What follows belongs to an exercise in optimizing a design on an open flow for small area; a production flow would make more cautious choices.
Function was checked by simulation only, so behaviour that the tests miss may differ from the original.
No activity file was given, so power comes from the tool's default toggle rates.

==> flow/design.v <==
module reseq (
    input  wire        clk,
    input  wire        rst,            
    input  wire        in_valid,
    input  wire [22:0] in_seq,
    input  wire        in_sync,
    input  wire [19:0] in_handle,
    input  wire [11:0] timeout_cfg,    
    input  wire [15:0] idle_cfg,       
    output reg         out_valid,
    output wire [22:0] out_seq,
    output reg         out_lost,
    output wire [19:0] out_handle,
    output reg         ev_dup,
    output reg         ev_window,
    output reg         ev_late,
    output reg         ev_unsynced,
    output reg         ev_resync,
    output reg  [5:0]  ev_flushed,
    output reg         active,
    output wire [22:0] rel_point,
    output wire [5:0]  held_count
);
    localparam W = 32;
    reg [W-1:0]  valid;
    reg [11:0]   dl     [0:W-1];      
    reg [19:0]   handle [0:W-1];
    reg [11:0]   now;                 
    reg [5:0]    cnt;                 
    reg          lim_valid;
    reg [4:0]    ld;
    reg [15:0]   idle_cnt;
    reg [22:0]   last;                
    reg  [22:0] r;                    
    reg  [17:0] r_hi1;                
    reg         lo_lt;                
    reg         lt22;                 
    reg  [11:0] now_inc, deadline;    
    reg  [15:0] idle_inc;             
    reg         idle_ge;              
    reg         c, x;
    integer     b;
    always @* begin
        c = 1'b1;
        for (b = 0; b < 23; b = b + 1) begin
            r[b] = last[b] ^ c;
            c    = c & last[b];
        end
        c = 1'b1;
        for (b = 5; b < 23; b = b + 1) begin
            r_hi1[b-5] = r[b] ^ c;
            c          = c & r[b];
        end
        c = 1'b0;
        lo_lt = 1'b0;
        for (b = 0; b < 22; b = b + 1) begin
            c = (~in_seq[b] & r[b]) | (c & ~(in_seq[b] ^ r[b]));
            if (b == 4)
                lo_lt = c;
        end
        lt22 = c;
        c = 1'b1;
        for (b = 0; b < 12; b = b + 1) begin
            now_inc[b] = now[b] ^ c;
            c          = c & now[b];
        end
        c = 1'b1;
        for (b = 0; b < 12; b = b + 1) begin
            x           = now[b] ^ timeout_cfg[b];
            deadline[b] = x ^ c;
            c           = (now[b] & timeout_cfg[b]) | (c & x);
        end
        c = 1'b1;
        for (b = 0; b < 16; b = b + 1) begin
            idle_inc[b] = idle_cnt[b] ^ c;
            c           = c & idle_cnt[b];
        end
        c = 1'b1;
        for (b = 0; b < 16; b = b + 1)
            c = (idle_cnt[b] & ~idle_cfg[b]) | (c & (idle_cnt[b] | ~idle_cfg[b]));
        idle_ge = c;
    end
    assign rel_point = r;
    assign out_seq   = last;
    assign out_handle = out_lost ? 20'd0 : handle[last[4:0]];
    wire [4:0]  r_idx  = r[4:0];
    wire [4:0]  in_idx = in_seq[4:0];
    wire eq_lo    = (in_seq[4:0] == r[4:0]);
    wire eq_hi    = (in_seq[22:5] == r[22:5]);
    wire eq_hi1   = (in_seq[22:5] == r_hi1);
    wire d_zero   = eq_lo && eq_hi;
    wire d_win    = lo_lt ? eq_hi1 : eq_hi;       
    wire d_late   = in_seq[22] ^ r[22] ^ lt22;    
    assign held_count = cnt;
    wire v_in = valid[in_idx];
    wire v_r  = valid[r_idx];
    wire start     = in_valid && !active && in_sync;
    wire unsynced  = in_valid && !active && !in_sync;
    wire resync    = in_valid && active && in_sync && !d_win;
    wire in_norm   = in_valid && active && !resync;
    wire dup       = in_norm && d_win && v_in;
    wire bypass    = in_norm && d_zero && !v_r;
    wire hold      = in_norm && d_win && !d_zero && !v_in;
    wire win_drop  = in_norm && !d_win && !d_late;
    wire late_drop = in_norm && !d_win && d_late;
    wire restart   = start || resync;
    wire rel_cell = active && !resync && v_r;
    wire rel_lost = active && !resync && !v_r && !bypass && lim_valid;
    wire advance  = rel_cell || bypass || rel_lost;
    reg [W-1:0] r_dec;                
    reg [W-1:0] below_r;              
    reg [W-1:0] fire;
    reg [2*W-1:0] fv;
    reg [4:0]   fire_i;
    reg         fire_any;
    integer k;
    reg     c2;
    always @* begin
        for (k = 0; k < W; k = k + 1) begin
            r_dec[k] = (r_idx == k);
            fire[k]  = valid[k] && (dl[k] == now);
        end
        c2 = 1'b0;
        for (k = W - 1; k >= 0; k = k - 1) begin
            below_r[k] = c2;
            c2 = c2 | r_dec[k];
        end
        fv = {fire & below_r, fire};
        fire_any = 1'b0;
        fire_i   = 5'd0;
        for (k = 2 * W - 1; k >= 0; k = k - 1) begin
            if (fv[k] && !fire_any)
                fire_i = fire_i | k[4:0];
            fire_any = fire_any | fv[k];
        end
    end
    reg [4:0] fire_k, fire_km1, ld_dec;
    reg       fire_gt;
    reg       c3, x3;
    integer   b3;
    always @* begin
        c3 = 1'b1;
        for (b3 = 0; b3 < 5; b3 = b3 + 1) begin
            x3         = fire_i[b3] ^ ~r_idx[b3];
            fire_k[b3] = x3 ^ c3;
            c3         = (fire_i[b3] & ~r_idx[b3]) | (c3 & x3);
        end
        c3 = 1'b0;
        for (b3 = 0; b3 < 5; b3 = b3 + 1) begin
            x3           = fire_i[b3] ^ ~r_idx[b3];
            fire_km1[b3] = x3 ^ c3;
            c3           = (fire_i[b3] & ~r_idx[b3]) | (c3 & x3);
        end
        c3 = 1'b0;
        for (b3 = 0; b3 < 5; b3 = b3 + 1) begin
            ld_dec[b3] = ~(ld[b3] ^ c3);
            c3         = c3 | ld[b3];
        end
        c3 = 1'b1;
        for (b3 = 0; b3 < 5; b3 = b3 + 1)
            c3 = (ld[b3] & ~fire_k[b3]) | (c3 & (ld[b3] | ~fire_k[b3]));
        fire_gt = !c3;
    end
    wire       lim_move = fire_any && fire_k != 5'd0 && !resync &&
                          (!lim_valid || fire_gt);
    reg [5:0] cnt_inc, cnt_dec;
    reg       c4;
    integer   b4;
    always @* begin
        c4 = 1'b1;
        for (b4 = 0; b4 < 6; b4 = b4 + 1) begin
            cnt_inc[b4] = cnt[b4] ^ c4;
            c4          = c4 & cnt[b4];
        end
        c4 = 1'b0;
        for (b4 = 0; b4 < 6; b4 = b4 + 1) begin
            cnt_dec[b4] = ~(cnt[b4] ^ c4);
            c4          = c4 | cnt[b4];
        end
    end
    integer i;
    always @(posedge clk) begin
        for (i = 0; i < W; i = i + 1) begin
            if (in_idx == i && (!valid[i] || restart)) begin
                dl[i]     <= deadline;
                handle[i] <= in_handle;
            end
        end
        if (advance)
            ld <= lim_move ? fire_km1 : ld_dec;
        else if (lim_move)
            ld <= fire_k;
        if (rst) begin
            now         <= 12'd0;
            valid       <= {W{1'b0}};
            cnt         <= 6'd0;
            lim_valid   <= 1'b0;
            idle_cnt    <= 16'd0;
            active      <= 1'b0;
            last        <= {23{1'b1}};
            out_valid   <= 1'b0;
            out_lost    <= 1'b0;
            ev_dup      <= 1'b0;
            ev_window   <= 1'b0;
            ev_late     <= 1'b0;
            ev_unsynced <= 1'b0;
            ev_resync   <= 1'b0;
            ev_flushed  <= 6'd0;
        end else begin
            now <= now_inc;
            ev_dup      <= dup;
            ev_window   <= win_drop;
            ev_late     <= late_drop;
            ev_unsynced <= unsynced;
            ev_resync   <= resync;
            ev_flushed  <= resync ? cnt : 6'd0;
            out_valid <= restart || advance;
            out_lost  <= rel_lost;
            if (restart)
                last <= in_seq;
            else if (advance)
                last <= r;
            if (restart) begin
                active    <= 1'b1;
                valid     <= {W{1'b0}};
                cnt       <= 6'd0;
                lim_valid <= 1'b0;
            end else begin
                if (advance && lim_valid && ld == 5'd0)
                    lim_valid <= 1'b0;
                for (i = 0; i < W; i = i + 1) begin
                    if (rel_cell && r_dec[i])
                        valid[i] <= 1'b0;
                    if (hold && in_idx == i)
                        valid[i] <= 1'b1;
                end
                if (hold && !rel_cell)
                    cnt <= cnt_inc;
                else if (rel_cell && !hold)
                    cnt <= cnt_dec;
                if (lim_move)
                    lim_valid <= 1'b1;
            end
            if (active && !in_valid && cnt == 6'd0 && !lim_valid) begin
                if (idle_ge) begin
                    active   <= 1'b0;
                    idle_cnt <= 16'd0;
                end else begin
                    idle_cnt <= idle_inc;
                end
            end else begin
                idle_cnt <= 16'd0;
            end
        end
    end
endmodule
==> flow/config.mk <==
export PLATFORM = sky130hd
export DESIGN_NAME = reseq
export DESIGN_NICKNAME = reseq
export VERILOG_FILES = /design/flow/design.v
export SDC_FILE = /design/flow/constraint.sdc
export NUM_CORES = 4
export LEC_CHECK = 0
export CAP_MARGIN = 20
export CORE_MARGIN = 2
export CORE_UTILIZATION = 65
export PLACE_DENSITY = 0.75
export SLEW_MARGIN = 20
==> flow/constraint.sdc <==
create_clock -name core_clock -period 14.0 [get_ports {clk}]
set_input_delay 2.8000 -clock core_clock [delete_from_list [all_inputs] [get_ports {clk}]]
set_output_delay 2.8000 -clock core_clock [all_outputs]
set_load 0.01 [all_outputs]
standard.sh (not shown) runs the stock make flow with config.mk's settings and CLKGATE_MAP_FILE= SYNTH_SCRIPT=/design/flow/synth_recipe.tcl, a recipe that flattens the netlist after the stock synthesis.
==> flow/flow/run.sh <==
#!/bin/bash
set -euo pipefail
export BUFFER_PORTS_ARGS="-buffer_cell sky130_fd_sc_hd__buf_1"
export CTS_ARGS="-sink_clustering_enable -repair_clock_nets -dont_use_dummy_load -buf_list sky130_fd_sc_hd__clkbuf_8 -sink_clustering_size 14 -sink_clustering_max_diameter 70"
bash standard.sh > make.log 2>&1
Edit:
--- a/flow/design.v
+++ b/flow/design.v
@@ -80,10 +80,10 @@
             c = (idle_cnt[b] & ~idle_cfg[b]) | (c & (idle_cnt[b] | ~idle_cfg[b]));
         idle_ge = c;
     end
     assign rel_point = r;
-    assign out_seq   = last;
-    assign out_handle = out_lost ? 20'd0 : handle[last[4:0]];
+    assign out_seq   = out_valid ? last : 23'd0;
+    assign out_handle = (out_valid && !out_lost) ? handle[last[4:0]] : 20'd0;
     wire [4:0]  r_idx  = r[4:0];
     wire [4:0]  in_idx = in_seq[4:0];
     wire eq_lo    = (in_seq[4:0] == r[4:0]);
     wire eq_hi    = (in_seq[22:5] == r[22:5]);
The changed run finished with timing, DRC and antenna clean.
Sequential power is about the same.
Final cell count increases by 0.96%.
Total power barely changes.
Final area increases by 0.89%.
Wire length increases by 2.3%.
Critical path depth decreases by 12.
Register-to-register slack improves by 0.70 ns.
Global-route usage stays flat.
Non-clock buffer count decreases by 12.
Setup slack improves by 0.62 ns.
First-iteration DRC count increases by 3.5%.

## port drivers added, routing unchanged
No port has a modelled driver above. Below, the same layouts with a new extraction and two added sets of constraints.
Step 1 (the two cells are an assumption about what drives the block):
set clk [get_ports {clk}]
set_driving_cell -lib_cell sky130_fd_sc_hd__clkbuf_16 $clk
set_driving_cell -lib_cell sky130_fd_sc_hd__buf_2 [delete_from_list [all_inputs] $clk]
Step 2 also shifts input and output timing later by t, the mid clock arrival at the registers, as if the neighbouring blocks saw the same clock.
a / b / c = ideal / step 1 / step 2; a / b = the first two.
run | t, ns | setup slack, ns | pins driven straight from the clock port
the first run | 0.761 | 4.395 / 4.395 / 4.395 | 1
the second run | 0.787 | 5.019 / 4.951 / 5.095 | 1
After both steps setup and hold are still met in every run listed.
